Source: an optimization exercise on an open RTL-to-GDS flow (aim: small area, a short achievable clock period and few clock cycles per item). Production flows keep margins and buffers that such runs may drop.
At most, simulation tests tie the RTL to the original design; equivalence was not proved.
For run 1, only the layout was checked, not whether the RTL still works.
Power and IR drop assume default switching activity.

==> flow/design.v (outline; a module is shown in full before it is edited, if it fits) <==
// module fma32: 816 lines
// module mul24c: 1687 lines
// module fa_cell: 4 lines
module fma32 (
    input  wire        clk,
    input  wire        rst,
    input  wire        in_valid,
    output wire        in_ready,
    input  wire [31:0] a,
    input  wire [31:0] b,
    input  wire [31:0] c,
    output reg         out_valid,
    output reg  [31:0] d
);
  // ...
==> flow/flow/run.sh <==
#!/bin/bash
# Layout: the standard flow (standard.sh: unchanged synthesis and steps),
# with two settings passed to ORFS:
#  - timing repair asked to leave 21.2 ns of setup slack at the design's
#    28 ns clock, i.e. to optimise the paths towards 6.8 ns;
#  - every port still gets its buffer, but a buf_1 instead of the 10 um2
#    clkdlybuf4s50_1 that buffer_ports picks by default.
# The SDC, clock period and I/O constraints are the standard flow's, untouched.
set -euo pipefail
bash standard.sh SETUP_SLACK_MARGIN=21.2 \
  "BUFFER_PORTS_ARGS=-buffer_cell sky130_fd_sc_hd__buf_1" \
  finish > standard_flow.log 2>&1
==> flow/standard.sh <==
#!/bin/bash
# synth_recipe.tcl (not shown) runs the flow's synth.tcl, then flattens the netlist and writes it again
# the make line also repeats each setting of config.mk as NAME=value (left out here)
make -C /OpenROAD-flow-scripts/flow DESIGN_CONFIG=/design/flow/config.mk WORK_HOME=/design/flow/orfs CLKGATE_MAP_FILE= SYNTH_SCRIPT=/design/flow/synth_recipe.tcl "${@:-finish}"
==> flow/config.mk <==
export PLATFORM = sky130hd
export DESIGN_NAME = fma32
export DESIGN_NICKNAME = fma32
export VERILOG_FILES = /design/flow/design.v
export SDC_FILE = /design/flow/constraint.sdc
export NUM_CORES = 4
export LEC_CHECK = 0
export CAP_MARGIN = 20
export CORE_MARGIN = 2
export CORE_UTILIZATION = 60
export SLEW_MARGIN = 20
export SYNTH_HIERARCHICAL = 1
export SYNTH_MINIMUM_KEEP_SIZE = 0
==> flow/constraint.sdc <==
create_clock -name core_clock -period 28.0 [get_ports {clk}]
set_input_delay 5.6000 -clock core_clock [delete_from_list [all_inputs] [get_ports {clk}]]
set_output_delay 5.6000 -clock core_clock [all_outputs]
set_load 0.01 [all_outputs]
==> out/summary.txt, run 1 <==
Antenna violations before repair: 0
M1 GR Usage: 0.5819
Ant diodes: 0
Placed cells: 5253
Total sequential power: 0.860 mW
Top sig layer: met4
Top Registers: fcn1 (48), fsn1 (48), m2 (40)
Worst path slowest cell: a2111oi_0
Met2 Usage GRT: 0.6051
Rows: 94
WHS: 0.3270 ns
Num CTS Buffers: 41
Switching portion of total power: 0.5373
Synthesis Warnings: 7
Multi-input logic portion of the cell area: 0.7166
Post-Place Setup Slack: 19.92 ns
Resize count post-CTS: 81
Hold WC Path Type: reg2reg
Fin. Hold Viols: 0
Signal buffers share of area: 0.03952
Wire length on met3: 18530 µm
Drt pass-1 iters: 8
Synth Net Count: 5281
Initial core utilization: 0.6030
Status: finished clean
I/O pins: 133
Area Growth Syn to Fin: 7.399%
Fmax: 148.0 MHz
Clock-cell share: 0.03468
Inverters: 264
Hold_buf cts: 0
Util after Layout: 0.6476
Sw power: 3.059 mW
==> module fma32, before the edit <==
module fma32 (
    input  wire        clk,
    input  wire        rst,
    input  wire        in_valid,
    output wire        in_ready,
    input  wire [31:0] a,
    input  wire [31:0] b,
    input  wire [31:0] c,
    output reg         out_valid,
    output reg  [31:0] d
);
    assign in_ready = 1'b1;
    reg        v0;
    reg [31:0] a0, b0, c0;
    always @(posedge clk) begin
        v0 <= in_valid & ~rst;
        a0 <= a;
        b0 <= b;
        c0 <= c;
    end
    wire        sa = a0[31];
    wire        sb = b0[31];
    wire        sc = c0[31];
    wire [7:0]  ea = a0[30:23];
    wire [7:0]  eb = b0[30:23];
    wire [7:0]  ec = c0[30:23];
    wire [22:0] fa = a0[22:0];
    wire [22:0] fb = b0[22:0];
    wire [22:0] fc = c0[22:0];
    wire ea_max = &ea, eb_max = &eb, ec_max = &ec;
    wire ea_nz  = |ea, eb_nz  = |eb, ec_nz  = |ec;
    wire fa_nz  = |fa, fb_nz  = |fb, fc_nz  = |fc;
    wire a_nan  = ea_max & fa_nz;
    wire b_nan  = eb_max & fb_nz;
    wire c_nan  = ec_max & fc_nz;
    wire a_inf  = ea_max & ~fa_nz;
    wire b_inf  = eb_max & ~fb_nz;
    wire c_inf  = ec_max & ~fc_nz;
    wire a_zero = ~ea_nz & ~fa_nz;
    wire b_zero = ~eb_nz & ~fb_nz;
    wire sp  = sa ^ sb;
    wire sub = sp ^ sc;
    wire [23:0] ma = {ea_nz, fa};
    wire [23:0] mb = {eb_nz, fb};
    wire [23:0] mc = {ec_nz, fc};
    wire [7:0]  xa = {ea[7:1], ea[0] | ~ea_nz};
    wire [7:0]  xb = {eb[7:1], eb[0] | ~eb_nz};
    wire [7:0]  xc = {ec[7:1], ec[0] | ~ec_nz};
    wire [9:0]  xab     = {2'b00, xa} + {2'b00, xb};
    wire [10:0] sh_raw  = {3'b000, xa} + {3'b000, xb} + {3'b111, ~xc} - 11'd97;
    wire        a_or_b_zero = a_zero | b_zero;
    wire        clamped = sh_raw[10] | a_or_b_zero;
    wire        sh_big  = (sh_raw[9:0] > 10'd80);
    wire [6:0]  sh      = clamped ? 7'd0 : sh_big ? 7'd80 : sh_raw[6:0];
    wire [8:0]  limit   = clamped ? ({1'b0, xc} - 9'd1) : (xab[8:0] - 9'd99);
    reg [4:0] tz;
    integer k;
    always @(*) begin
        tz = 5'd24;
        for (k = 23; k >= 0; k = k - 1)
            if (mc[k]) tz = k[4:0];
    end
    wire [103:0] cw     = {mc, 80'd0} >> sh;
    wire         c_stk  = ~clamped & (ec_nz | fc_nz) & (sh_raw[9:0] >= {5'd0, tz} + 10'd55);
    wire [78:0]  c_al   = {cw[103:26], c_stk};
    wire [79:0]  cx     = {sub, c_al ^ {79{sub}}};
    wire [47:0]  fsn;
    wire [48:0]  fcn;
    mul24c u_mul (.a(ma), .b(mb), .xn(~cx[50:3]), .sn(fsn), .cn(fcn));
    wire prod_inf = a_inf | b_inf;
    wire invalid  = a_nan | b_nan | c_nan
                  | (a_inf & b_zero) | (b_inf & a_zero)
                  | (prod_inf & c_inf & (sp != sc));
    reg        v1;
    reg [28:0] chi1;
    reg [2:0]  clo1;
    reg [47:0] fsn1;
    reg [47:0] fcn1;
    reg [8:0]  limit1;
    reg        sub1, sc1, sp1, nan1, inf1, infs1, zs1;
    always @(posedge clk) begin
        v1     <= v0 & ~rst;
        chi1   <= cx[79:51];
        clo1   <= cx[2:0];
        fsn1   <= fsn;
        fcn1   <= fcn[48:1];
        limit1 <= limit;
        sub1   <= sub;
        sc1    <= sc;
        sp1    <= sp;
        nan1   <= invalid;
        inf1   <= prod_inf | c_inf;
        infs1  <= prod_inf ? sp : sc;
        zs1    <= a_or_b_zero & sp & sc;
    end
    wire [79:0] add_a = {chi1, ~fsn1, clo1};
    wire [79:0] add_b = {28'd0, ~fcn1, 4'd0};
    wire [79:0] s0, s1;
    wire [79:0] add_p = add_a ^ add_b;
    wire [79:0] add_g = add_a & add_b;
    wire add_G0_1 = add_g[1] | (add_p[1] & add_g[0]);
    wire add_P0_1 = add_p[1] & add_p[0];
    wire add_G0_3 = add_g[3] | (add_p[3] & add_g[2]);
    wire add_P0_3 = add_p[3] & add_p[2];
    wire add_G0_5 = add_g[5] | (add_p[5] & add_g[4]);
    wire add_P0_5 = add_p[5] & add_p[4];
    wire add_G0_7 = add_g[7] | (add_p[7] & add_g[6]);
    wire add_P0_7 = add_p[7] & add_p[6];
    wire add_G0_9 = add_g[9] | (add_p[9] & add_g[8]);
    wire add_P0_9 = add_p[9] & add_p[8];
    wire add_G0_11 = add_g[11] | (add_p[11] & add_g[10]);
    wire add_P0_11 = add_p[11] & add_p[10];
    wire add_G0_13 = add_g[13] | (add_p[13] & add_g[12]);
    wire add_P0_13 = add_p[13] & add_p[12];
    wire add_G0_15 = add_g[15] | (add_p[15] & add_g[14]);
    wire add_P0_15 = add_p[15] & add_p[14];
    wire add_G0_17 = add_g[17] | (add_p[17] & add_g[16]);
    wire add_P0_17 = add_p[17] & add_p[16];
    wire add_G0_19 = add_g[19] | (add_p[19] & add_g[18]);
    wire add_P0_19 = add_p[19] & add_p[18];
    wire add_G0_21 = add_g[21] | (add_p[21] & add_g[20]);
    wire add_P0_21 = add_p[21] & add_p[20];
    wire add_G0_23 = add_g[23] | (add_p[23] & add_g[22]);
    wire add_P0_23 = add_p[23] & add_p[22];
    wire add_G0_25 = add_g[25] | (add_p[25] & add_g[24]);
    wire add_P0_25 = add_p[25] & add_p[24];
    wire add_G0_27 = add_g[27] | (add_p[27] & add_g[26]);
    wire add_P0_27 = add_p[27] & add_p[26];
    wire add_G0_29 = add_g[29] | (add_p[29] & add_g[28]);
    wire add_P0_29 = add_p[29] & add_p[28];
    wire add_G0_31 = add_g[31] | (add_p[31] & add_g[30]);
    wire add_P0_31 = add_p[31] & add_p[30];
    wire add_G0_33 = add_g[33] | (add_p[33] & add_g[32]);
    wire add_P0_33 = add_p[33] & add_p[32];
    wire add_G0_35 = add_g[35] | (add_p[35] & add_g[34]);
    wire add_P0_35 = add_p[35] & add_p[34];
    wire add_G0_37 = add_g[37] | (add_p[37] & add_g[36]);
    wire add_P0_37 = add_p[37] & add_p[36];
    wire add_G0_39 = add_g[39] | (add_p[39] & add_g[38]);
    wire add_P0_39 = add_p[39] & add_p[38];
    wire add_G0_41 = add_g[41] | (add_p[41] & add_g[40]);
    wire add_P0_41 = add_p[41] & add_p[40];
    wire add_G0_43 = add_g[43] | (add_p[43] & add_g[42]);
    wire add_P0_43 = add_p[43] & add_p[42];
    wire add_G0_45 = add_g[45] | (add_p[45] & add_g[44]);
    wire add_P0_45 = add_p[45] & add_p[44];
    wire add_G0_47 = add_g[47] | (add_p[47] & add_g[46]);
    wire add_P0_47 = add_p[47] & add_p[46];
    wire add_G0_49 = add_g[49] | (add_p[49] & add_g[48]);
    wire add_P0_49 = add_p[49] & add_p[48];
    wire add_G0_51 = add_g[51] | (add_p[51] & add_g[50]);
    wire add_P0_51 = add_p[51] & add_p[50];
    wire add_G0_53 = add_g[53] | (add_p[53] & add_g[52]);
    wire add_P0_53 = add_p[53] & add_p[52];
    wire add_G0_55 = add_g[55] | (add_p[55] & add_g[54]);
    wire add_P0_55 = add_p[55] & add_p[54];
    wire add_G0_57 = add_g[57] | (add_p[57] & add_g[56]);
    wire add_P0_57 = add_p[57] & add_p[56];
    wire add_G0_59 = add_g[59] | (add_p[59] & add_g[58]);
    wire add_P0_59 = add_p[59] & add_p[58];
    wire add_G0_61 = add_g[61] | (add_p[61] & add_g[60]);
    wire add_P0_61 = add_p[61] & add_p[60];
    wire add_G0_63 = add_g[63] | (add_p[63] & add_g[62]);
    wire add_P0_63 = add_p[63] & add_p[62];
    wire add_G0_65 = add_g[65] | (add_p[65] & add_g[64]);
    wire add_P0_65 = add_p[65] & add_p[64];
    wire add_G0_67 = add_g[67] | (add_p[67] & add_g[66]);
    wire add_P0_67 = add_p[67] & add_p[66];
    wire add_G0_69 = add_g[69] | (add_p[69] & add_g[68]);
    wire add_P0_69 = add_p[69] & add_p[68];
    wire add_G0_71 = add_g[71] | (add_p[71] & add_g[70]);
    wire add_P0_71 = add_p[71] & add_p[70];
    wire add_G0_73 = add_g[73] | (add_p[73] & add_g[72]);
    wire add_P0_73 = add_p[73] & add_p[72];
    wire add_G0_75 = add_g[75] | (add_p[75] & add_g[74]);
    wire add_P0_75 = add_p[75] & add_p[74];
    wire add_G0_77 = add_g[77] | (add_p[77] & add_g[76]);
    wire add_P0_77 = add_p[77] & add_p[76];
    wire add_G0_79 = add_g[79] | (add_p[79] & add_g[78]);
    wire add_P0_79 = add_p[79] & add_p[78];
    wire add_G1_2 = add_g[2] | (add_p[2] & add_G0_1);
    wire add_P1_2 = add_p[2] & add_P0_1;
    wire add_G1_3 = add_G0_3 | (add_P0_3 & add_G0_1);
    wire add_P1_3 = add_P0_3 & add_P0_1;
    wire add_G1_6 = add_g[6] | (add_p[6] & add_G0_5);
    wire add_P1_6 = add_p[6] & add_P0_5;
    wire add_G1_7 = add_G0_7 | (add_P0_7 & add_G0_5);
    wire add_P1_7 = add_P0_7 & add_P0_5;
    wire add_G1_10 = add_g[10] | (add_p[10] & add_G0_9);
    wire add_P1_10 = add_p[10] & add_P0_9;
    wire add_G1_11 = add_G0_11 | (add_P0_11 & add_G0_9);
    wire add_P1_11 = add_P0_11 & add_P0_9;
    wire add_G1_14 = add_g[14] | (add_p[14] & add_G0_13);
    wire add_P1_14 = add_p[14] & add_P0_13;
    wire add_G1_15 = add_G0_15 | (add_P0_15 & add_G0_13);
    wire add_P1_15 = add_P0_15 & add_P0_13;
    wire add_G1_18 = add_g[18] | (add_p[18] & add_G0_17);
    wire add_P1_18 = add_p[18] & add_P0_17;
    wire add_G1_19 = add_G0_19 | (add_P0_19 & add_G0_17);
    wire add_P1_19 = add_P0_19 & add_P0_17;
    wire add_G1_22 = add_g[22] | (add_p[22] & add_G0_21);
    wire add_P1_22 = add_p[22] & add_P0_21;
    wire add_G1_23 = add_G0_23 | (add_P0_23 & add_G0_21);
    wire add_P1_23 = add_P0_23 & add_P0_21;
    wire add_G1_26 = add_g[26] | (add_p[26] & add_G0_25);
    wire add_P1_26 = add_p[26] & add_P0_25;
    wire add_G1_27 = add_G0_27 | (add_P0_27 & add_G0_25);
    wire add_P1_27 = add_P0_27 & add_P0_25;
    wire add_G1_30 = add_g[30] | (add_p[30] & add_G0_29);
    wire add_P1_30 = add_p[30] & add_P0_29;
    wire add_G1_31 = add_G0_31 | (add_P0_31 & add_G0_29);
    wire add_P1_31 = add_P0_31 & add_P0_29;
    wire add_G1_34 = add_g[34] | (add_p[34] & add_G0_33);
    wire add_P1_34 = add_p[34] & add_P0_33;
    wire add_G1_35 = add_G0_35 | (add_P0_35 & add_G0_33);
    wire add_P1_35 = add_P0_35 & add_P0_33;
    wire add_G1_38 = add_g[38] | (add_p[38] & add_G0_37);
    wire add_P1_38 = add_p[38] & add_P0_37;
    wire add_G1_39 = add_G0_39 | (add_P0_39 & add_G0_37);
    wire add_P1_39 = add_P0_39 & add_P0_37;
    wire add_G1_42 = add_g[42] | (add_p[42] & add_G0_41);
    wire add_P1_42 = add_p[42] & add_P0_41;
    wire add_G1_43 = add_G0_43 | (add_P0_43 & add_G0_41);
    wire add_P1_43 = add_P0_43 & add_P0_41;
    wire add_G1_46 = add_g[46] | (add_p[46] & add_G0_45);
    wire add_P1_46 = add_p[46] & add_P0_45;
    wire add_G1_47 = add_G0_47 | (add_P0_47 & add_G0_45);
    wire add_P1_47 = add_P0_47 & add_P0_45;
    wire add_G1_50 = add_g[50] | (add_p[50] & add_G0_49);
    wire add_P1_50 = add_p[50] & add_P0_49;
    wire add_G1_51 = add_G0_51 | (add_P0_51 & add_G0_49);
    wire add_P1_51 = add_P0_51 & add_P0_49;
    wire add_G1_54 = add_g[54] | (add_p[54] & add_G0_53);
    wire add_P1_54 = add_p[54] & add_P0_53;
    wire add_G1_55 = add_G0_55 | (add_P0_55 & add_G0_53);
    wire add_P1_55 = add_P0_55 & add_P0_53;
    wire add_G1_58 = add_g[58] | (add_p[58] & add_G0_57);
    wire add_P1_58 = add_p[58] & add_P0_57;
    wire add_G1_59 = add_G0_59 | (add_P0_59 & add_G0_57);
    wire add_P1_59 = add_P0_59 & add_P0_57;
    wire add_G1_62 = add_g[62] | (add_p[62] & add_G0_61);
    wire add_P1_62 = add_p[62] & add_P0_61;
    wire add_G1_63 = add_G0_63 | (add_P0_63 & add_G0_61);
    wire add_P1_63 = add_P0_63 & add_P0_61;
    wire add_G1_66 = add_g[66] | (add_p[66] & add_G0_65);
    wire add_P1_66 = add_p[66] & add_P0_65;
    wire add_G1_67 = add_G0_67 | (add_P0_67 & add_G0_65);
    wire add_P1_67 = add_P0_67 & add_P0_65;
    wire add_G1_70 = add_g[70] | (add_p[70] & add_G0_69);
    wire add_P1_70 = add_p[70] & add_P0_69;
    wire add_G1_71 = add_G0_71 | (add_P0_71 & add_G0_69);
    wire add_P1_71 = add_P0_71 & add_P0_69;
    wire add_G1_74 = add_g[74] | (add_p[74] & add_G0_73);
    wire add_P1_74 = add_p[74] & add_P0_73;
    wire add_G1_75 = add_G0_75 | (add_P0_75 & add_G0_73);
    wire add_P1_75 = add_P0_75 & add_P0_73;
    wire add_G1_78 = add_g[78] | (add_p[78] & add_G0_77);
    wire add_P1_78 = add_p[78] & add_P0_77;
    wire add_G1_79 = add_G0_79 | (add_P0_79 & add_G0_77);
    wire add_P1_79 = add_P0_79 & add_P0_77;
    wire add_G2_4 = add_g[4] | (add_p[4] & add_G1_3);
    wire add_P2_4 = add_p[4] & add_P1_3;
    wire add_G2_5 = add_G0_5 | (add_P0_5 & add_G1_3);
    wire add_P2_5 = add_P0_5 & add_P1_3;
    wire add_G2_6 = add_G1_6 | (add_P1_6 & add_G1_3);
    wire add_P2_6 = add_P1_6 & add_P1_3;
    wire add_G2_7 = add_G1_7 | (add_P1_7 & add_G1_3);
    wire add_P2_7 = add_P1_7 & add_P1_3;
    wire add_G2_12 = add_g[12] | (add_p[12] & add_G1_11);
    wire add_P2_12 = add_p[12] & add_P1_11;
    wire add_G2_13 = add_G0_13 | (add_P0_13 & add_G1_11);
    wire add_P2_13 = add_P0_13 & add_P1_11;
    wire add_G2_14 = add_G1_14 | (add_P1_14 & add_G1_11);
    wire add_P2_14 = add_P1_14 & add_P1_11;
    wire add_G2_15 = add_G1_15 | (add_P1_15 & add_G1_11);
    wire add_P2_15 = add_P1_15 & add_P1_11;
    wire add_G2_20 = add_g[20] | (add_p[20] & add_G1_19);
    wire add_P2_20 = add_p[20] & add_P1_19;
    wire add_G2_21 = add_G0_21 | (add_P0_21 & add_G1_19);
    wire add_P2_21 = add_P0_21 & add_P1_19;
    wire add_G2_22 = add_G1_22 | (add_P1_22 & add_G1_19);
    wire add_P2_22 = add_P1_22 & add_P1_19;
    wire add_G2_23 = add_G1_23 | (add_P1_23 & add_G1_19);
    wire add_P2_23 = add_P1_23 & add_P1_19;
    wire add_G2_28 = add_g[28] | (add_p[28] & add_G1_27);
    wire add_P2_28 = add_p[28] & add_P1_27;
    wire add_G2_29 = add_G0_29 | (add_P0_29 & add_G1_27);
    wire add_P2_29 = add_P0_29 & add_P1_27;
    wire add_G2_30 = add_G1_30 | (add_P1_30 & add_G1_27);
    wire add_P2_30 = add_P1_30 & add_P1_27;
    wire add_G2_31 = add_G1_31 | (add_P1_31 & add_G1_27);
    wire add_P2_31 = add_P1_31 & add_P1_27;
    wire add_G2_36 = add_g[36] | (add_p[36] & add_G1_35);
    wire add_P2_36 = add_p[36] & add_P1_35;
    wire add_G2_37 = add_G0_37 | (add_P0_37 & add_G1_35);
    wire add_P2_37 = add_P0_37 & add_P1_35;
    wire add_G2_38 = add_G1_38 | (add_P1_38 & add_G1_35);
    wire add_P2_38 = add_P1_38 & add_P1_35;
    wire add_G2_39 = add_G1_39 | (add_P1_39 & add_G1_35);
    wire add_P2_39 = add_P1_39 & add_P1_35;
    wire add_G2_44 = add_g[44] | (add_p[44] & add_G1_43);
    wire add_P2_44 = add_p[44] & add_P1_43;
    wire add_G2_45 = add_G0_45 | (add_P0_45 & add_G1_43);
    wire add_P2_45 = add_P0_45 & add_P1_43;
    wire add_G2_46 = add_G1_46 | (add_P1_46 & add_G1_43);
    wire add_P2_46 = add_P1_46 & add_P1_43;
    wire add_G2_47 = add_G1_47 | (add_P1_47 & add_G1_43);
    wire add_P2_47 = add_P1_47 & add_P1_43;
    wire add_G2_52 = add_g[52] | (add_p[52] & add_G1_51);
    wire add_P2_52 = add_p[52] & add_P1_51;
    wire add_G2_53 = add_G0_53 | (add_P0_53 & add_G1_51);
    wire add_P2_53 = add_P0_53 & add_P1_51;
    wire add_G2_54 = add_G1_54 | (add_P1_54 & add_G1_51);
    wire add_P2_54 = add_P1_54 & add_P1_51;
    wire add_G2_55 = add_G1_55 | (add_P1_55 & add_G1_51);
    wire add_P2_55 = add_P1_55 & add_P1_51;
    wire add_G2_60 = add_g[60] | (add_p[60] & add_G1_59);
    wire add_P2_60 = add_p[60] & add_P1_59;
    wire add_G2_61 = add_G0_61 | (add_P0_61 & add_G1_59);
    wire add_P2_61 = add_P0_61 & add_P1_59;
    wire add_G2_62 = add_G1_62 | (add_P1_62 & add_G1_59);
    wire add_P2_62 = add_P1_62 & add_P1_59;
    wire add_G2_63 = add_G1_63 | (add_P1_63 & add_G1_59);
    wire add_P2_63 = add_P1_63 & add_P1_59;
    wire add_G2_68 = add_g[68] | (add_p[68] & add_G1_67);
    wire add_P2_68 = add_p[68] & add_P1_67;
    wire add_G2_69 = add_G0_69 | (add_P0_69 & add_G1_67);
    wire add_P2_69 = add_P0_69 & add_P1_67;
    wire add_G2_70 = add_G1_70 | (add_P1_70 & add_G1_67);
    wire add_P2_70 = add_P1_70 & add_P1_67;
    wire add_G2_71 = add_G1_71 | (add_P1_71 & add_G1_67);
    wire add_P2_71 = add_P1_71 & add_P1_67;
    wire add_G2_76 = add_g[76] | (add_p[76] & add_G1_75);
    wire add_P2_76 = add_p[76] & add_P1_75;
    wire add_G2_77 = add_G0_77 | (add_P0_77 & add_G1_75);
    wire add_P2_77 = add_P0_77 & add_P1_75;
    wire add_G2_78 = add_G1_78 | (add_P1_78 & add_G1_75);
    wire add_P2_78 = add_P1_78 & add_P1_75;
    wire add_G2_79 = add_G1_79 | (add_P1_79 & add_G1_75);
    wire add_P2_79 = add_P1_79 & add_P1_75;
    wire add_G3_8 = add_g[8] | (add_p[8] & add_G2_7);
    wire add_P3_8 = add_p[8] & add_P2_7;
    wire add_G3_9 = add_G0_9 | (add_P0_9 & add_G2_7);
    wire add_P3_9 = add_P0_9 & add_P2_7;
    wire add_G3_10 = add_G1_10 | (add_P1_10 & add_G2_7);
    wire add_P3_10 = add_P1_10 & add_P2_7;
    wire add_G3_11 = add_G1_11 | (add_P1_11 & add_G2_7);
    wire add_P3_11 = add_P1_11 & add_P2_7;
    wire add_G3_12 = add_G2_12 | (add_P2_12 & add_G2_7);
    wire add_P3_12 = add_P2_12 & add_P2_7;
    wire add_G3_13 = add_G2_13 | (add_P2_13 & add_G2_7);
    wire add_P3_13 = add_P2_13 & add_P2_7;
    wire add_G3_14 = add_G2_14 | (add_P2_14 & add_G2_7);
    wire add_P3_14 = add_P2_14 & add_P2_7;
    wire add_G3_15 = add_G2_15 | (add_P2_15 & add_G2_7);
    wire add_P3_15 = add_P2_15 & add_P2_7;
    wire add_G3_24 = add_g[24] | (add_p[24] & add_G2_23);
    wire add_P3_24 = add_p[24] & add_P2_23;
    wire add_G3_25 = add_G0_25 | (add_P0_25 & add_G2_23);
    wire add_P3_25 = add_P0_25 & add_P2_23;
    wire add_G3_26 = add_G1_26 | (add_P1_26 & add_G2_23);
    wire add_P3_26 = add_P1_26 & add_P2_23;
    wire add_G3_27 = add_G1_27 | (add_P1_27 & add_G2_23);
    wire add_P3_27 = add_P1_27 & add_P2_23;
    wire add_G3_28 = add_G2_28 | (add_P2_28 & add_G2_23);
    wire add_P3_28 = add_P2_28 & add_P2_23;
    wire add_G3_29 = add_G2_29 | (add_P2_29 & add_G2_23);
    wire add_P3_29 = add_P2_29 & add_P2_23;
    wire add_G3_30 = add_G2_30 | (add_P2_30 & add_G2_23);
    wire add_P3_30 = add_P2_30 & add_P2_23;
    wire add_G3_31 = add_G2_31 | (add_P2_31 & add_G2_23);
    wire add_P3_31 = add_P2_31 & add_P2_23;
    wire add_G3_40 = add_g[40] | (add_p[40] & add_G2_39);
    wire add_P3_40 = add_p[40] & add_P2_39;
    wire add_G3_41 = add_G0_41 | (add_P0_41 & add_G2_39);
    wire add_P3_41 = add_P0_41 & add_P2_39;
    wire add_G3_42 = add_G1_42 | (add_P1_42 & add_G2_39);
    wire add_P3_42 = add_P1_42 & add_P2_39;
    wire add_G3_43 = add_G1_43 | (add_P1_43 & add_G2_39);
    wire add_P3_43 = add_P1_43 & add_P2_39;
    wire add_G3_44 = add_G2_44 | (add_P2_44 & add_G2_39);
    wire add_P3_44 = add_P2_44 & add_P2_39;
    wire add_G3_45 = add_G2_45 | (add_P2_45 & add_G2_39);
    wire add_P3_45 = add_P2_45 & add_P2_39;
    wire add_G3_46 = add_G2_46 | (add_P2_46 & add_G2_39);
    wire add_P3_46 = add_P2_46 & add_P2_39;
    wire add_G3_47 = add_G2_47 | (add_P2_47 & add_G2_39);
    wire add_P3_47 = add_P2_47 & add_P2_39;
    wire add_G3_56 = add_g[56] | (add_p[56] & add_G2_55);
    wire add_P3_56 = add_p[56] & add_P2_55;
    wire add_G3_57 = add_G0_57 | (add_P0_57 & add_G2_55);
    wire add_P3_57 = add_P0_57 & add_P2_55;
    wire add_G3_58 = add_G1_58 | (add_P1_58 & add_G2_55);
    wire add_P3_58 = add_P1_58 & add_P2_55;
    wire add_G3_59 = add_G1_59 | (add_P1_59 & add_G2_55);
    wire add_P3_59 = add_P1_59 & add_P2_55;
    wire add_G3_60 = add_G2_60 | (add_P2_60 & add_G2_55);
    wire add_P3_60 = add_P2_60 & add_P2_55;
    wire add_G3_61 = add_G2_61 | (add_P2_61 & add_G2_55);
    wire add_P3_61 = add_P2_61 & add_P2_55;
    wire add_G3_62 = add_G2_62 | (add_P2_62 & add_G2_55);
    wire add_P3_62 = add_P2_62 & add_P2_55;
    wire add_G3_63 = add_G2_63 | (add_P2_63 & add_G2_55);
    wire add_P3_63 = add_P2_63 & add_P2_55;
    wire add_G3_72 = add_g[72] | (add_p[72] & add_G2_71);
    wire add_P3_72 = add_p[72] & add_P2_71;
    wire add_G3_73 = add_G0_73 | (add_P0_73 & add_G2_71);
    wire add_P3_73 = add_P0_73 & add_P2_71;
    wire add_G3_74 = add_G1_74 | (add_P1_74 & add_G2_71);
    wire add_P3_74 = add_P1_74 & add_P2_71;
    wire add_G3_75 = add_G1_75 | (add_P1_75 & add_G2_71);
    wire add_P3_75 = add_P1_75 & add_P2_71;
    wire add_G3_76 = add_G2_76 | (add_P2_76 & add_G2_71);
    wire add_P3_76 = add_P2_76 & add_P2_71;
    wire add_G3_77 = add_G2_77 | (add_P2_77 & add_G2_71);
    wire add_P3_77 = add_P2_77 & add_P2_71;
    wire add_G3_78 = add_G2_78 | (add_P2_78 & add_G2_71);
    wire add_P3_78 = add_P2_78 & add_P2_71;
    wire add_G3_79 = add_G2_79 | (add_P2_79 & add_G2_71);
    wire add_P3_79 = add_P2_79 & add_P2_71;
    wire add_G4_16 = add_g[16] | (add_p[16] & add_G3_15);
    wire add_P4_16 = add_p[16] & add_P3_15;
    wire add_G4_17 = add_G0_17 | (add_P0_17 & add_G3_15);
    wire add_P4_17 = add_P0_17 & add_P3_15;
    wire add_G4_18 = add_G1_18 | (add_P1_18 & add_G3_15);
    wire add_P4_18 = add_P1_18 & add_P3_15;
    wire add_G4_19 = add_G1_19 | (add_P1_19 & add_G3_15);
    wire add_P4_19 = add_P1_19 & add_P3_15;
    wire add_G4_20 = add_G2_20 | (add_P2_20 & add_G3_15);
    wire add_P4_20 = add_P2_20 & add_P3_15;
    wire add_G4_21 = add_G2_21 | (add_P2_21 & add_G3_15);
    wire add_P4_21 = add_P2_21 & add_P3_15;
    wire add_G4_22 = add_G2_22 | (add_P2_22 & add_G3_15);
    wire add_P4_22 = add_P2_22 & add_P3_15;
    wire add_G4_23 = add_G2_23 | (add_P2_23 & add_G3_15);
    wire add_P4_23 = add_P2_23 & add_P3_15;
    wire add_G4_24 = add_G3_24 | (add_P3_24 & add_G3_15);
    wire add_P4_24 = add_P3_24 & add_P3_15;
    wire add_G4_25 = add_G3_25 | (add_P3_25 & add_G3_15);
    wire add_P4_25 = add_P3_25 & add_P3_15;
    wire add_G4_26 = add_G3_26 | (add_P3_26 & add_G3_15);
    wire add_P4_26 = add_P3_26 & add_P3_15;
    wire add_G4_27 = add_G3_27 | (add_P3_27 & add_G3_15);
    wire add_P4_27 = add_P3_27 & add_P3_15;
    wire add_G4_28 = add_G3_28 | (add_P3_28 & add_G3_15);
    wire add_P4_28 = add_P3_28 & add_P3_15;
    wire add_G4_29 = add_G3_29 | (add_P3_29 & add_G3_15);
    wire add_P4_29 = add_P3_29 & add_P3_15;
    wire add_G4_30 = add_G3_30 | (add_P3_30 & add_G3_15);
    wire add_P4_30 = add_P3_30 & add_P3_15;
    wire add_G4_31 = add_G3_31 | (add_P3_31 & add_G3_15);
    wire add_P4_31 = add_P3_31 & add_P3_15;
    wire add_G4_48 = add_g[48] | (add_p[48] & add_G3_47);
    wire add_P4_48 = add_p[48] & add_P3_47;
    wire add_G4_49 = add_G0_49 | (add_P0_49 & add_G3_47);
    wire add_P4_49 = add_P0_49 & add_P3_47;
    wire add_G4_50 = add_G1_50 | (add_P1_50 & add_G3_47);
    wire add_P4_50 = add_P1_50 & add_P3_47;
    wire add_G4_51 = add_G1_51 | (add_P1_51 & add_G3_47);
    wire add_P4_51 = add_P1_51 & add_P3_47;
    wire add_G4_52 = add_G2_52 | (add_P2_52 & add_G3_47);
    wire add_P4_52 = add_P2_52 & add_P3_47;
    wire add_G4_53 = add_G2_53 | (add_P2_53 & add_G3_47);
    wire add_P4_53 = add_P2_53 & add_P3_47;
    wire add_G4_54 = add_G2_54 | (add_P2_54 & add_G3_47);
    wire add_P4_54 = add_P2_54 & add_P3_47;
    wire add_G4_55 = add_G2_55 | (add_P2_55 & add_G3_47);
    wire add_P4_55 = add_P2_55 & add_P3_47;
    wire add_G4_56 = add_G3_56 | (add_P3_56 & add_G3_47);
    wire add_P4_56 = add_P3_56 & add_P3_47;
    wire add_G4_57 = add_G3_57 | (add_P3_57 & add_G3_47);
    wire add_P4_57 = add_P3_57 & add_P3_47;
    wire add_G4_58 = add_G3_58 | (add_P3_58 & add_G3_47);
    wire add_P4_58 = add_P3_58 & add_P3_47;
    wire add_G4_59 = add_G3_59 | (add_P3_59 & add_G3_47);
    wire add_P4_59 = add_P3_59 & add_P3_47;
    wire add_G4_60 = add_G3_60 | (add_P3_60 & add_G3_47);
    wire add_P4_60 = add_P3_60 & add_P3_47;
    wire add_G4_61 = add_G3_61 | (add_P3_61 & add_G3_47);
    wire add_P4_61 = add_P3_61 & add_P3_47;
    wire add_G4_62 = add_G3_62 | (add_P3_62 & add_G3_47);
    wire add_P4_62 = add_P3_62 & add_P3_47;
    wire add_G4_63 = add_G3_63 | (add_P3_63 & add_G3_47);
    wire add_P4_63 = add_P3_63 & add_P3_47;
    wire add_G5_32 = add_g[32] | (add_p[32] & add_G4_31);
    wire add_P5_32 = add_p[32] & add_P4_31;
    wire add_G5_33 = add_G0_33 | (add_P0_33 & add_G4_31);
    wire add_P5_33 = add_P0_33 & add_P4_31;
    wire add_G5_34 = add_G1_34 | (add_P1_34 & add_G4_31);
    wire add_P5_34 = add_P1_34 & add_P4_31;
    wire add_G5_35 = add_G1_35 | (add_P1_35 & add_G4_31);
    wire add_P5_35 = add_P1_35 & add_P4_31;
    wire add_G5_36 = add_G2_36 | (add_P2_36 & add_G4_31);
    wire add_P5_36 = add_P2_36 & add_P4_31;
    wire add_G5_37 = add_G2_37 | (add_P2_37 & add_G4_31);
    wire add_P5_37 = add_P2_37 & add_P4_31;
    wire add_G5_38 = add_G2_38 | (add_P2_38 & add_G4_31);
    wire add_P5_38 = add_P2_38 & add_P4_31;
    wire add_G5_39 = add_G2_39 | (add_P2_39 & add_G4_31);
    wire add_P5_39 = add_P2_39 & add_P4_31;
    wire add_G5_40 = add_G3_40 | (add_P3_40 & add_G4_31);
    wire add_P5_40 = add_P3_40 & add_P4_31;
    wire add_G5_41 = add_G3_41 | (add_P3_41 & add_G4_31);
    wire add_P5_41 = add_P3_41 & add_P4_31;
    wire add_G5_42 = add_G3_42 | (add_P3_42 & add_G4_31);
    wire add_P5_42 = add_P3_42 & add_P4_31;
    wire add_G5_43 = add_G3_43 | (add_P3_43 & add_G4_31);
    wire add_P5_43 = add_P3_43 & add_P4_31;
    wire add_G5_44 = add_G3_44 | (add_P3_44 & add_G4_31);
    wire add_P5_44 = add_P3_44 & add_P4_31;
    wire add_G5_45 = add_G3_45 | (add_P3_45 & add_G4_31);
    wire add_P5_45 = add_P3_45 & add_P4_31;
    wire add_G5_46 = add_G3_46 | (add_P3_46 & add_G4_31);
    wire add_P5_46 = add_P3_46 & add_P4_31;
    wire add_G5_47 = add_G3_47 | (add_P3_47 & add_G4_31);
    wire add_P5_47 = add_P3_47 & add_P4_31;
    wire add_G5_48 = add_G4_48 | (add_P4_48 & add_G4_31);
    wire add_P5_48 = add_P4_48 & add_P4_31;
    wire add_G5_49 = add_G4_49 | (add_P4_49 & add_G4_31);
    wire add_P5_49 = add_P4_49 & add_P4_31;
    wire add_G5_50 = add_G4_50 | (add_P4_50 & add_G4_31);
    wire add_P5_50 = add_P4_50 & add_P4_31;
    wire add_G5_51 = add_G4_51 | (add_P4_51 & add_G4_31);
    wire add_P5_51 = add_P4_51 & add_P4_31;
    wire add_G5_52 = add_G4_52 | (add_P4_52 & add_G4_31);
    wire add_P5_52 = add_P4_52 & add_P4_31;
    wire add_G5_53 = add_G4_53 | (add_P4_53 & add_G4_31);
    wire add_P5_53 = add_P4_53 & add_P4_31;
    wire add_G5_54 = add_G4_54 | (add_P4_54 & add_G4_31);
    wire add_P5_54 = add_P4_54 & add_P4_31;
    wire add_G5_55 = add_G4_55 | (add_P4_55 & add_G4_31);
    wire add_P5_55 = add_P4_55 & add_P4_31;
    wire add_G5_56 = add_G4_56 | (add_P4_56 & add_G4_31);
    wire add_P5_56 = add_P4_56 & add_P4_31;
    wire add_G5_57 = add_G4_57 | (add_P4_57 & add_G4_31);
    wire add_P5_57 = add_P4_57 & add_P4_31;
    wire add_G5_58 = add_G4_58 | (add_P4_58 & add_G4_31);
    wire add_P5_58 = add_P4_58 & add_P4_31;
    wire add_G5_59 = add_G4_59 | (add_P4_59 & add_G4_31);
    wire add_P5_59 = add_P4_59 & add_P4_31;
    wire add_G5_60 = add_G4_60 | (add_P4_60 & add_G4_31);
    wire add_P5_60 = add_P4_60 & add_P4_31;
    wire add_G5_61 = add_G4_61 | (add_P4_61 & add_G4_31);
    wire add_P5_61 = add_P4_61 & add_P4_31;
    wire add_G5_62 = add_G4_62 | (add_P4_62 & add_G4_31);
    wire add_P5_62 = add_P4_62 & add_P4_31;
    wire add_G5_63 = add_G4_63 | (add_P4_63 & add_G4_31);
    wire add_P5_63 = add_P4_63 & add_P4_31;
    wire add_G6_64 = add_g[64] | (add_p[64] & add_G5_63);
    wire add_P6_64 = add_p[64] & add_P5_63;
    wire add_G6_65 = add_G0_65 | (add_P0_65 & add_G5_63);
    wire add_P6_65 = add_P0_65 & add_P5_63;
    wire add_G6_66 = add_G1_66 | (add_P1_66 & add_G5_63);
    wire add_P6_66 = add_P1_66 & add_P5_63;
    wire add_G6_67 = add_G1_67 | (add_P1_67 & add_G5_63);
    wire add_P6_67 = add_P1_67 & add_P5_63;
    wire add_G6_68 = add_G2_68 | (add_P2_68 & add_G5_63);
    wire add_P6_68 = add_P2_68 & add_P5_63;
    wire add_G6_69 = add_G2_69 | (add_P2_69 & add_G5_63);
    wire add_P6_69 = add_P2_69 & add_P5_63;
    wire add_G6_70 = add_G2_70 | (add_P2_70 & add_G5_63);
    wire add_P6_70 = add_P2_70 & add_P5_63;
    wire add_G6_71 = add_G2_71 | (add_P2_71 & add_G5_63);
    wire add_P6_71 = add_P2_71 & add_P5_63;
    wire add_G6_72 = add_G3_72 | (add_P3_72 & add_G5_63);
    wire add_P6_72 = add_P3_72 & add_P5_63;
    wire add_G6_73 = add_G3_73 | (add_P3_73 & add_G5_63);
    wire add_P6_73 = add_P3_73 & add_P5_63;
    wire add_G6_74 = add_G3_74 | (add_P3_74 & add_G5_63);
    wire add_P6_74 = add_P3_74 & add_P5_63;
    wire add_G6_75 = add_G3_75 | (add_P3_75 & add_G5_63);
    wire add_P6_75 = add_P3_75 & add_P5_63;
    wire add_G6_76 = add_G3_76 | (add_P3_76 & add_G5_63);
    wire add_P6_76 = add_P3_76 & add_P5_63;
    wire add_G6_77 = add_G3_77 | (add_P3_77 & add_G5_63);
    wire add_P6_77 = add_P3_77 & add_P5_63;
    wire add_G6_78 = add_G3_78 | (add_P3_78 & add_G5_63);
    wire add_P6_78 = add_P3_78 & add_P5_63;
    wire add_G6_79 = add_G3_79 | (add_P3_79 & add_G5_63);
    wire add_P6_79 = add_P3_79 & add_P5_63;
    assign s0[0] = add_p[0];
    assign s1[0] = ~add_p[0];
    assign s0[1] = add_p[1] ^ add_g[0];
    assign s1[1] = add_p[1] ^ (add_g[0] | add_p[0]);
    assign s0[2] = add_p[2] ^ add_G0_1;
    assign s1[2] = add_p[2] ^ (add_G0_1 | add_P0_1);
    assign s0[3] = add_p[3] ^ add_G1_2;
    assign s1[3] = add_p[3] ^ (add_G1_2 | add_P1_2);
    assign s0[4] = add_p[4] ^ add_G1_3;
    assign s1[4] = add_p[4] ^ (add_G1_3 | add_P1_3);
    assign s0[5] = add_p[5] ^ add_G2_4;
    assign s1[5] = add_p[5] ^ (add_G2_4 | add_P2_4);
    assign s0[6] = add_p[6] ^ add_G2_5;
    assign s1[6] = add_p[6] ^ (add_G2_5 | add_P2_5);
    assign s0[7] = add_p[7] ^ add_G2_6;
    assign s1[7] = add_p[7] ^ (add_G2_6 | add_P2_6);
    assign s0[8] = add_p[8] ^ add_G2_7;
    assign s1[8] = add_p[8] ^ (add_G2_7 | add_P2_7);
    assign s0[9] = add_p[9] ^ add_G3_8;
    assign s1[9] = add_p[9] ^ (add_G3_8 | add_P3_8);
    assign s0[10] = add_p[10] ^ add_G3_9;
    assign s1[10] = add_p[10] ^ (add_G3_9 | add_P3_9);
    assign s0[11] = add_p[11] ^ add_G3_10;
    assign s1[11] = add_p[11] ^ (add_G3_10 | add_P3_10);
    assign s0[12] = add_p[12] ^ add_G3_11;
    assign s1[12] = add_p[12] ^ (add_G3_11 | add_P3_11);
    assign s0[13] = add_p[13] ^ add_G3_12;
    assign s1[13] = add_p[13] ^ (add_G3_12 | add_P3_12);
    assign s0[14] = add_p[14] ^ add_G3_13;
    assign s1[14] = add_p[14] ^ (add_G3_13 | add_P3_13);
    assign s0[15] = add_p[15] ^ add_G3_14;
    assign s1[15] = add_p[15] ^ (add_G3_14 | add_P3_14);
    assign s0[16] = add_p[16] ^ add_G3_15;
    assign s1[16] = add_p[16] ^ (add_G3_15 | add_P3_15);
    assign s0[17] = add_p[17] ^ add_G4_16;
    assign s1[17] = add_p[17] ^ (add_G4_16 | add_P4_16);
    assign s0[18] = add_p[18] ^ add_G4_17;
    assign s1[18] = add_p[18] ^ (add_G4_17 | add_P4_17);
    assign s0[19] = add_p[19] ^ add_G4_18;
    assign s1[19] = add_p[19] ^ (add_G4_18 | add_P4_18);
    assign s0[20] = add_p[20] ^ add_G4_19;
    assign s1[20] = add_p[20] ^ (add_G4_19 | add_P4_19);
    assign s0[21] = add_p[21] ^ add_G4_20;
    assign s1[21] = add_p[21] ^ (add_G4_20 | add_P4_20);
    assign s0[22] = add_p[22] ^ add_G4_21;
    assign s1[22] = add_p[22] ^ (add_G4_21 | add_P4_21);
    assign s0[23] = add_p[23] ^ add_G4_22;
    assign s1[23] = add_p[23] ^ (add_G4_22 | add_P4_22);
    assign s0[24] = add_p[24] ^ add_G4_23;
    assign s1[24] = add_p[24] ^ (add_G4_23 | add_P4_23);
    assign s0[25] = add_p[25] ^ add_G4_24;
    assign s1[25] = add_p[25] ^ (add_G4_24 | add_P4_24);
    assign s0[26] = add_p[26] ^ add_G4_25;
    assign s1[26] = add_p[26] ^ (add_G4_25 | add_P4_25);
    assign s0[27] = add_p[27] ^ add_G4_26;
    assign s1[27] = add_p[27] ^ (add_G4_26 | add_P4_26);
    assign s0[28] = add_p[28] ^ add_G4_27;
    assign s1[28] = add_p[28] ^ (add_G4_27 | add_P4_27);
    assign s0[29] = add_p[29] ^ add_G4_28;
    assign s1[29] = add_p[29] ^ (add_G4_28 | add_P4_28);
    assign s0[30] = add_p[30] ^ add_G4_29;
    assign s1[30] = add_p[30] ^ (add_G4_29 | add_P4_29);
    assign s0[31] = add_p[31] ^ add_G4_30;
    assign s1[31] = add_p[31] ^ (add_G4_30 | add_P4_30);
    assign s0[32] = add_p[32] ^ add_G4_31;
    assign s1[32] = add_p[32] ^ (add_G4_31 | add_P4_31);
    assign s0[33] = add_p[33] ^ add_G5_32;
    assign s1[33] = add_p[33] ^ (add_G5_32 | add_P5_32);
    assign s0[34] = add_p[34] ^ add_G5_33;
    assign s1[34] = add_p[34] ^ (add_G5_33 | add_P5_33);
    assign s0[35] = add_p[35] ^ add_G5_34;
    assign s1[35] = add_p[35] ^ (add_G5_34 | add_P5_34);
    assign s0[36] = add_p[36] ^ add_G5_35;
    assign s1[36] = add_p[36] ^ (add_G5_35 | add_P5_35);
    assign s0[37] = add_p[37] ^ add_G5_36;
    assign s1[37] = add_p[37] ^ (add_G5_36 | add_P5_36);
    assign s0[38] = add_p[38] ^ add_G5_37;
    assign s1[38] = add_p[38] ^ (add_G5_37 | add_P5_37);
    assign s0[39] = add_p[39] ^ add_G5_38;
    assign s1[39] = add_p[39] ^ (add_G5_38 | add_P5_38);
    assign s0[40] = add_p[40] ^ add_G5_39;
    assign s1[40] = add_p[40] ^ (add_G5_39 | add_P5_39);
    assign s0[41] = add_p[41] ^ add_G5_40;
    assign s1[41] = add_p[41] ^ (add_G5_40 | add_P5_40);
    assign s0[42] = add_p[42] ^ add_G5_41;
    assign s1[42] = add_p[42] ^ (add_G5_41 | add_P5_41);
    assign s0[43] = add_p[43] ^ add_G5_42;
    assign s1[43] = add_p[43] ^ (add_G5_42 | add_P5_42);
    assign s0[44] = add_p[44] ^ add_G5_43;
    assign s1[44] = add_p[44] ^ (add_G5_43 | add_P5_43);
    assign s0[45] = add_p[45] ^ add_G5_44;
    assign s1[45] = add_p[45] ^ (add_G5_44 | add_P5_44);
    assign s0[46] = add_p[46] ^ add_G5_45;
    assign s1[46] = add_p[46] ^ (add_G5_45 | add_P5_45);
    assign s0[47] = add_p[47] ^ add_G5_46;
    assign s1[47] = add_p[47] ^ (add_G5_46 | add_P5_46);
    assign s0[48] = add_p[48] ^ add_G5_47;
    assign s1[48] = add_p[48] ^ (add_G5_47 | add_P5_47);
    assign s0[49] = add_p[49] ^ add_G5_48;
    assign s1[49] = add_p[49] ^ (add_G5_48 | add_P5_48);
    assign s0[50] = add_p[50] ^ add_G5_49;
    assign s1[50] = add_p[50] ^ (add_G5_49 | add_P5_49);
    assign s0[51] = add_p[51] ^ add_G5_50;
    assign s1[51] = add_p[51] ^ (add_G5_50 | add_P5_50);
    assign s0[52] = add_p[52] ^ add_G5_51;
    assign s1[52] = add_p[52] ^ (add_G5_51 | add_P5_51);
    assign s0[53] = add_p[53] ^ add_G5_52;
    assign s1[53] = add_p[53] ^ (add_G5_52 | add_P5_52);
    assign s0[54] = add_p[54] ^ add_G5_53;
    assign s1[54] = add_p[54] ^ (add_G5_53 | add_P5_53);
    assign s0[55] = add_p[55] ^ add_G5_54;
    assign s1[55] = add_p[55] ^ (add_G5_54 | add_P5_54);
    assign s0[56] = add_p[56] ^ add_G5_55;
    assign s1[56] = add_p[56] ^ (add_G5_55 | add_P5_55);
    assign s0[57] = add_p[57] ^ add_G5_56;
    assign s1[57] = add_p[57] ^ (add_G5_56 | add_P5_56);
    assign s0[58] = add_p[58] ^ add_G5_57;
    assign s1[58] = add_p[58] ^ (add_G5_57 | add_P5_57);
    assign s0[59] = add_p[59] ^ add_G5_58;
    assign s1[59] = add_p[59] ^ (add_G5_58 | add_P5_58);
    assign s0[60] = add_p[60] ^ add_G5_59;
    assign s1[60] = add_p[60] ^ (add_G5_59 | add_P5_59);
    assign s0[61] = add_p[61] ^ add_G5_60;
    assign s1[61] = add_p[61] ^ (add_G5_60 | add_P5_60);
    assign s0[62] = add_p[62] ^ add_G5_61;
    assign s1[62] = add_p[62] ^ (add_G5_61 | add_P5_61);
    assign s0[63] = add_p[63] ^ add_G5_62;
    assign s1[63] = add_p[63] ^ (add_G5_62 | add_P5_62);
    assign s0[64] = add_p[64] ^ add_G5_63;
    assign s1[64] = add_p[64] ^ (add_G5_63 | add_P5_63);
    assign s0[65] = add_p[65] ^ add_G6_64;
    assign s1[65] = add_p[65] ^ (add_G6_64 | add_P6_64);
    assign s0[66] = add_p[66] ^ add_G6_65;
    assign s1[66] = add_p[66] ^ (add_G6_65 | add_P6_65);
    assign s0[67] = add_p[67] ^ add_G6_66;
    assign s1[67] = add_p[67] ^ (add_G6_66 | add_P6_66);
    assign s0[68] = add_p[68] ^ add_G6_67;
    assign s1[68] = add_p[68] ^ (add_G6_67 | add_P6_67);
    assign s0[69] = add_p[69] ^ add_G6_68;
    assign s1[69] = add_p[69] ^ (add_G6_68 | add_P6_68);
    assign s0[70] = add_p[70] ^ add_G6_69;
    assign s1[70] = add_p[70] ^ (add_G6_69 | add_P6_69);
    assign s0[71] = add_p[71] ^ add_G6_70;
    assign s1[71] = add_p[71] ^ (add_G6_70 | add_P6_70);
    assign s0[72] = add_p[72] ^ add_G6_71;
    assign s1[72] = add_p[72] ^ (add_G6_71 | add_P6_71);
    assign s0[73] = add_p[73] ^ add_G6_72;
    assign s1[73] = add_p[73] ^ (add_G6_72 | add_P6_72);
    assign s0[74] = add_p[74] ^ add_G6_73;
    assign s1[74] = add_p[74] ^ (add_G6_73 | add_P6_73);
    assign s0[75] = add_p[75] ^ add_G6_74;
    assign s1[75] = add_p[75] ^ (add_G6_74 | add_P6_74);
    assign s0[76] = add_p[76] ^ add_G6_75;
    assign s1[76] = add_p[76] ^ (add_G6_75 | add_P6_75);
    assign s0[77] = add_p[77] ^ add_G6_76;
    assign s1[77] = add_p[77] ^ (add_G6_76 | add_P6_76);
    assign s0[78] = add_p[78] ^ add_G6_77;
    assign s1[78] = add_p[78] ^ (add_G6_77 | add_P6_77);
    assign s0[79] = add_p[79] ^ add_G6_78;
    assign s1[79] = add_p[79] ^ (add_G6_78 | add_P6_78);
    wire        neg = sub1 & s1[79];
    wire [78:0] mag = neg ? ~s0[78:0] : (sub1 ? s1[78:0] : s0[78:0]);
    wire        rs  = neg ? sc1 : sp1;
    wire [78:0] stop = (limit1 <= 9'd78) ? (79'd1 << (7'd78 - limit1[6:0])) : 79'd0;
    wire [78:0] lzin = mag | stop;
    reg [6:0] lz;
    integer i;
    always @(*) begin
        lz = 7'd0;
        for (i = 0; i < 79; i = i + 1)
            if (lzin[i]) lz = 7'd78 - i[6:0];
    end
    wire zero = ~|mag;
    wire [2:0]  lzc = lz[6:4];
    reg  [39:0] m1;
    always @(*) begin
        case (lzc)
            3'd0:    m1 = mag[78:39];
            3'd1:    m1 = mag[62:23];
            3'd2:    m1 = mag[46:7];
            3'd3:    m1 = {mag[30:0], 9'd0};
            default: m1 = {mag[14:0], 25'd0};
        endcase
    end
    wire stk0 = |mag[6:0];
    wire stk1 = stk0 | (|mag[22:7]);
    wire stk2 = stk1 | (|mag[38:23]);
    wire stk  = (lzc == 3'd0) ? stk2 : (lzc == 3'd1) ? stk1 : (lzc == 3'd2) ? stk0 : 1'b0;
    reg        v2;
    reg [39:0] m2;
    reg        stk2r;
    reg [6:0]  lz2;
    reg [8:0]  limit2;
    reg        rs2, nan2, inf2, infs2, zs2, zero2;
    always @(posedge clk) begin
        v2     <= v1 & ~rst;
        m2     <= m1;
        stk2r  <= stk;
        lz2    <= lz;
        limit2 <= limit1;
        rs2    <= rs;
        nan2   <= nan1;
        inf2   <= inf1;
        infs2  <= infs1;
        zs2    <= zs1;
        zero2  <= zero;
    end
    wire [3:0]  lzf2   = lz2[3:0];
    wire [39:0] tn     = m2 << lzf2;
    wire [23:0] sig    = tn[39:16];
    wire        guard  = tn[15];
    wire [14:0] smask  = ~({15{1'b1}} << (4'd15 - lzf2));
    wire        sticky = stk2r | (|(m2[14:0] & smask));
    wire        rnd_up = guard & (sticky | sig[0]);
    wire [24:0] sig_r  = {1'b0, sig} + {24'd0, rnd_up};
    wire [8:0]  em1 = limit2 - {2'b00, lz2};
    wire [9:0]  ex  = {1'b0, em1} + {8'd0, sig_r[24:23]};
    wire        ovf = ex >= 10'd255;
    reg [31:0] result;
    always @(*) begin
        if (nan2)
            result = 32'h7FC00000;
        else if (inf2)
            result = {infs2, 8'hFF, 23'd0};
        else if (zero2)
            result = {zs2, 31'd0};
        else if (ovf)
            result = {rs2, 8'hFF, 23'd0};
        else
            result = {rs2, ex[7:0], sig_r[22:0]};
    end
    always @(posedge clk) begin
        out_valid <= v2 & ~rst;
        d         <= result;
    end
endmodule
==> run 2: changes to the inputs <==
--- a/flow/design.v
+++ b/flow/design.v
@@ -14,7 +14,11 @@
     reg [31:0] a0, b0, c0;
+    reg        ean0, ebn0, ecn0;        
     always @(posedge clk) begin
-        v0 <= in_valid & ~rst;
-        a0 <= a;
-        b0 <= b;
-        c0 <= c;
+        v0   <= in_valid & ~rst;
+        a0   <= a;
+        b0   <= b;
+        c0   <= c;
+        ean0 <= |a[30:23];
+        ebn0 <= |b[30:23];
+        ecn0 <= |c[30:23];
     end
@@ -30,3 +34,3 @@
     wire ea_max = &ea, eb_max = &eb, ec_max = &ec;
-    wire ea_nz  = |ea, eb_nz  = |eb, ec_nz  = |ec;
+    wire ea_nz  = ean0, eb_nz  = ebn0, ec_nz  = ecn0;
     wire fa_nz  = |fa, fb_nz  = |fb, fc_nz  = |fc;
==> flow/flow/run.sh (replaced) <==
#!/bin/bash
# Layout: the standard flow (standard.sh: unchanged synthesis and steps),
# with two settings passed to ORFS:
#  - timing repair asked to leave 21.3 ns of setup slack at the design's
#    28 ns clock, i.e. to optimise the paths towards 6.7 ns;
#  - every port still gets its buffer, but a buf_1 instead of the 10 um2
#    clkdlybuf4s50_1 that buffer_ports picks by default.
# The SDC, clock period and I/O constraints are the standard flow's, untouched.
set -euo pipefail
bash standard.sh SETUP_SLACK_MARGIN=21.3 \
  "BUFFER_PORTS_ARGS=-buffer_cell sky130_fd_sc_hd__buf_1" \
  finish > standard_flow.log 2>&1
--- a/flow/config.mk
+++ b/flow/config.mk
@@ -7,2 +7,3 @@
 export LEC_CHECK = 0
+export ABC_AREA = 1
 export CAP_MARGIN = 20
==> out/summary.txt, run 2 <==
Placed inst area: 37630 µm²
Slew Limit Fails: 0
CP required: 28.49 ns
Crit. End Element: flop
NumNets Final: 5664
Synth Net Count: 5619 (+6.4%)
Worst EP arrival: 7.23 ns
Worst-path clk slew: 0.07 ns
Num Clock Sinks: 341
Switching portion of total power: 0.5403 (+0.003016)
DRC violations left: 0
Synth Instances: 4848
Post-route minimum period: 6.743 ns
Drt pass-1 iters: 7 (-1)
Fin cells: 5760
Detail Placement HPWL: 96750 µm
Via count: 34269
Max-cap violations: 0
Post-DR wirelength/cell: 22.82 µm
Internal power: 2.537 mW
Core Area: 61710 µm²
Vias in the first global route: 33094
Status: finished clean
Clk root buf: clkbuf_16
Crit path max-delay family: simple AND/OR/NAND/NOR gates
Critical path class: reg2reg
Clock skew: 0.02713 ns
Mean Syn Cell Area: 7.725 µm²
Reg2reg path depth: 81
Ant diodes: 0 (unchanged)
P_leak: 18.49 nW
Clk pwr share: 0.102
Pwr dens: 131.6 nW/µm²
Total routed wirelength: 131400 µm
Crit share post-route: 0.2408
I/O pins: 133 (unchanged)
Max incr delay on CP: 0.31 ns
CTS tree: done
Synthesis Warnings: 7 (unchanged)
Leading cell type in the layout, fill and taps excluded: nand2_1
RR Startpoint: fsn1[43]
Worst path slowest cell: dfxtp_1
Hold WC Path Type: reg2reg
Final setup fails: 0
Most frequent CP cell: nand2_1
Clk Latency, worst-skew pair: 0.60 ns
Most frequent cells in the layout: 1308 x nand2_1, 632 x inv_1, 541 x fa_1, 322 x dfxtp_1, 278 x nor2_1
Initial core utilization: 0.6069 (+0.003886)
Num CTS Buffers: 41 (unchanged)
Final GP Congestion: 1.059
Die width: 253.8 µm
Max FO, Critical Path: 12
Max H-tree Level: 2
RSZ-0062 raised after global routing: true
Comb pwr share: 0.754
Startpoint Class: flop
Antenna violations before repair: 1 (+1)
Relative slew slack: 0.1999
R2R Path End: lz2[0]
Fin area: 41930 µm²
Full die area: 64430 µm²
Buf+Inv Stages, Crit Path: 6
Worst reg-to-reg setup slack: 21.26 ns
Initial DRC Count: 3714
Global-route wire length before repair: 193400 µm
Sw power: 2.982 mW (-2.5%)
Fraction of layout cells with a size suffix above 1: 0.1223
Cell count along the critical path: 81
Rows: 91 (-3.2%)
Top Registers: fcn1 (48), fsn1 (48), m2 (40)
Port buffer count: 131
Critical Path Sink: lz2[0]
WHS: 0.3447 ns (+0.01774 ns)
Fmax: 148.3 MHz (+0.18%)
Synthesized area: 37450 µm²
Largest net degree at the start of global routing: 53
Total grt overflow: 0
VDD IR max: 77.81 µV
Sum Neg Setup Slack: 0 ns
Tot GR Track Use: 0.3990
ANT nets after route: 0
Clock buffer depth: 3
Area Growth Syn to Fin: 11.95%
Hold_buf cts: 0 (unchanged)
Placed cells: 5578 (+6.2%)
Sequential fraction of design power: 0.144
DR vias/cell: 5.949
Fin. Hold Viols: 0 (unchanged)
Worst Setup SP: fsn1[43]
Die Y: 253.8 µm
Worst-margin pin slew: 1.188 ns
## run 2: cell count changes in the layout (fill, tap and decap cells not counted), sizes merged, moves of 33 or more
cell | previous run | this run
a211oi | 46 | 5
a21o | 42 | 4
and2 | 77 | 6
inv | 266 | 674
mux2i | 82 | 19
nand2 | 784 | 1375
nand2b | 35 | 0
nor2 | 272 | 305
nor3 | 109 | 37
o21ai | 185 | 326
xnor2 | 148 | 24
xor2 | 44 | 154
## run 2: worst reg2reg max path, delay by kind of cell (launching register included)
family                     cells  cell delay (ns)
AOI/OAI and AO/OA              5             0.79
xor gates and xnor gates       1             0.24
and+or+nand+nor               68             4.15
adders and majority gates      1             0.28
buffers and inverters          6             0.86
DFF                            1             0.31
## run 2: routing by layer
| metal | global-route usage | vias to the layer above | routed length [µm] |
|---|---|---|---|
| met5 | 0.006178 | - | 51 |
| met4 | 0.1818 | 4 | 6768 |
| met3 | 0.1094 | 471 | 15760 |
| met2 | 0.6130 | 2309 | 58350 |
| met1 | 0.5262 | 16345 | 50490 |
| li1 | - | 15140 | - |
## run 2: stage by stage
stage / power [mW] / utilization / setup slack (ns)
after floorplan: 3.901 / - / 21.96
after global placement: 4.423 / 0.6097 / 19.15
after detailed placement: 4.435 / 0.6098 / 19.02
after CTS: 5.104 / 0.6490 / 21.27
after global routing: 5.917 / 0.6794 / 20.67
final: 5.519 / 0.6794 / 21.26
## run 2: worst min-delay path by stage
| stage | slack (ns) | cells past startpoint | startpoint | endpoint |
|---|---|---|---|---|
| after floorplan | 0.31 | 0 | inf1 | inf2 |
| after global placement | 0.31 | 0 | nan1 | nan2 |
| after detailed placement | 0.32 | 0 | inf1 | inf2 |
| after CTS | 0.35 | 0 | nan1 | nan2 |
| after global routing | 0.36 | 0 | inf1 | inf2 |
| final | 0.34 | 0 | infs1 | infs2 |
## run 2: timing repair
item / CTS / global route
resized for setup: 158 / 331
pin swaps: 17 / 84
setup endpoints to repair: 197 / 174
setup buffers: 25 / 68
cloned: 10 / 5
## run 2: power by group through the flow
stage	combinational [mW]	sequential [mW]	clock, mW
2_1_floorplan	3.12	0.776	0
3_3_place_gp	3.63	0.795	0
3_5_place_dp	3.64	0.797	0
4_1_cts	3.75	0.787	0.570
5_1_grt	4.52	0.806	0.586
6_report	4.16	0.793	0.564
## run 2: final cells by class
cell class	count	area, µm²
fill	5238	19780
tap	837	1047
multi-input combinational	3515	27910
sequential	341	6855
timing repair inverter	6	40.04
clock buffer	52	1129
timing repair buffer	304	2043
clock inverter	21	277.8
inverter	684	2623
Testbench counts of run 2, summed over its fixed seeds: cycles 24,032, items 24,000.
==> run 3: changes to the inputs <==
--- a/flow/config.mk
+++ b/flow/config.mk
@@ -7,3 +7,2 @@
 export LEC_CHECK = 0
-export ABC_AREA = 1
 export CAP_MARGIN = 20
==> out/summary.txt, run 3 <==
Status: finished clean
Overall power: 6.263 mW (+13%)
Mean Syn Cell Area: 8.797 µm² (+14%)
DRC violations left: 0 (unchanged)
Total grt overflow: 0 (unchanged)
Initial core utilization: 0.6055 (-0.001400)
Synthesized area: 39810 µm² (+6.3%)
Sw power: 3.437 mW (+15%)
Crit path max-delay family: flip-flops
Cell count along the critical path: 1 (-99%)
Synthesis Warnings: 7 (unchanged)
Port buffer count: 131 (unchanged)
Top Registers: fcn1 (48), fsn1 (48), m2 (40)
Crit share post-route: 0.2382 (-0.002650)
Relative slew slack: 0.1704 (-0.02946)
Critical path class: reg2out
CP Cell Sequence: buf_1
Pwr dens: 146.4 nW/µm² (+11%)
Most frequent cells in the layout: 865 x nand2_1, 541 x fa_1, 332 x dfxtp_1, 250 x inv_1, 228 x nor2_1
Clk Latency, worst-skew pair: 0.64 ns (+0.04 ns)
RSZ-0062 raised after global routing: true
Leading cell type in the layout, fill and taps excluded: nand2_1
Max H-tree Level: 2 (unchanged)
Util after Layout: 0.6509 (-0.02854)
Global-route wire length before repair: 225900 µm (+17%)
Detail Placement HPWL: 112800 µm (+17%)
Worst EP arrival: 1.07 ns (-6.16 ns)
Max incr delay on CP: 0.31 ns (about the same)
Num CTS Buffers: 42 (+2.4%)
Hold Path Depth: 0 (unchanged)
Full die area: 68420 µm² (+6.2%)
Final setup fails: 0 (unchanged)
Fmax: 150.0 MHz (+1.1%)
Via count: 36320 (+6.0%)
Reg2reg path depth: 24 (-70%)
Clock skew: 0.05256 ns (+0.02543 ns)
NumNets Final: 5248 (-7.3%)
Buf+Inv Stages, Crit Path: 1 (-5)
DR vias/cell: 6.753 (+14%)
Antenna violations before repair: 10 (+9)
Post-DR wirelength/cell: 28.59 µm (+25%)
Hold WC Path Type: reg2reg
Max FO, Critical Path: 1 (-11)
Vias in the first global route: 35380 (+6.9%)
P_leak: 16.53 nW (-11%)
Clk pwr share: 0.103 (about the same)
Total routed wirelength: 153800 µm (+17%)
Final GP Congestion: 1.180 (+11%)
Internal power: 2.826 mW (+11%)
Synth Net Count: 5296 (-5.7%)
Crit. End Element: output pin
Worst-path clk slew: 0.06 ns (about the same)
Fin. Hold Viols: 0 (unchanged)
Rows: 94 (+3.3%)
Initial DRC Count: 4955 (+33%)
Clk root buf: clkbuf_16
I/O pins: 133 (unchanged)
Switching portion of total power: 0.5488 (+0.008480)
Comb pwr share: 0.756 (+0.002)
CP required: 22.40 ns (-6.09 ns)
Filler cells: 5524 (+5.5%)
Area Growth Syn to Fin: 7.500%
Worst-margin pin slew: 1.244 ns (+0.05674 ns)
CTS tree: done
Die width: 261.6 µm (+3.0%)
Fraction of layout cells with a size suffix above 1: 0.1038 (-0.01851)
VDD IR max: 85.65 µV (+10%)
ANT nets after route: 0 (unchanged)
Core Area: 65750 µm² (+6.5%)
Post-route minimum period: 6.669 ns (-0.07420 ns)
Num Clock Sinks: 341 (unchanged)
Slew Limit Fails: 0 (unchanged)
Max-cap violations: 0 (unchanged)
Drt pass-1 iters: 7 (unchanged)
Worst path slowest cell: dfxtp_1
Largest net degree at the start of global routing: 57 (+7.5%)
Die Y: 261.6 µm (+3.0%)
Startpoint Class: flop
Clock buffer depth: 3 (unchanged)
Synth Instances: 4525 (-6.7%)
Tot GR Track Use: 0.4472 (+0.04824)
Sequential fraction of design power: 0.140 (-0.004)
Sum Neg Setup Slack: 0 ns (unchanged)
-- run 3: metrics by stage --
stage	cell area, µm²	std cells	hold WS (ns)	worst slack [ns]
finish	42790	5378	0.3272	21.33
global route	42780	5374	0.3284	21.24
CTS	42190	5357	0.3266	21.20
detailed placement	40210	5277	0.3121	20.38
global placement	40200	5276	0.3113	20.37
floorplan	39810	4525	0.3096	21.63
-- run 3: worst paths after layout --
path | start | to | slack, ns
worst max-delay path | d[22] | d[22] | 21.33
worst min-delay path | inf1 | inf2 | 0.33
worst max register to register | ean0 | fsn1[3] | 21.43
worst min register to register | inf1 | inf2 | 0.33
-- run 3: layer usage --
metal / vias up / GRT usage / wire (µm)
li1: 15393 / - / -
met1: 17483 / 0.5591 / 55810
met2: 2759 / 0.6771 / 67150
met3: 673 / 0.1428 / 19510
met4: 12 / 0.2734 / 11200
met5: - / 0 / 110
-- run 3: final cells by class --
| class | count | area, µm² | area share |
|---|---|---|---|
| tap | 864 | 1081 | 0.02526 |
| clock buffer | 53 | 1172 | 0.02740 |
| timing repair buffer | 268 | 1667 | 0.03895 |
| antenna | 4 | 10.01 | 0.0002339 |
| inverter | 255 | 957.2 | 0.02237 |
| multi-input combinational | 3569 | 30600 | 0.7151 |
| clock inverter | 24 | 454.2 | 0.01061 |
| sequential | 341 | 6850 | 0.1601 |
-- run 3: timing repair --
action / 4_1_cts / 5_1_grt
setup endpoints to repair: 142 / 165
buffers inserted: 3 / 13
hold buffers: 0 / 0
cloned: 0 / 3
resized for setup: 89 / 92
pin swaps: 3 / 17
endpoints found under the hold margin: 0 / 0
-- run 3: power by group through the flow --
stage          combinational (mW)  clock [mW]  sequential [mW]
2_1_floorplan                3.41           0            0.798
4_1_cts                      4.41       0.652            0.867
3_3_place_gp                 4.38           0            0.876
5_1_grt                      4.99       0.668            0.890
3_5_place_dp                 4.38           0            0.877
6_report                     4.74       0.646            0.879

==> re-timing with driven ports <==
The results above use ideal ports. As a check the final layouts listed here were re-extracted and re-timed, cells and wires unchanged. Step 1: set_driving_cell puts a clkbuf_16 on clk and a buf_2 on each other input, an assumption about the parent block. Step 2 also shifts input and output timing later by t, the mid clock arrival at the registers, as if the neighbouring blocks saw the same clock. Three values: no drivers, after step 1, after step 2; two values: the first two.
run	t, ns	setup slack, ns	clock arrival spread, ns	worst data-port slew with drivers (ns)	pins driven straight from the clock port
run 1	0.649	21.245 / 21.245 / 21.245	0.034 / 0.034	0.05	1
run 2	0.651	21.257 / 21.257 / 21.257	0.027 / 0.027	0.04	1
run 3	0.686	21.331 / 21.262 / 21.432	0.052 / 0.053	0.06	1
After both steps setup and hold are still met in every run listed.
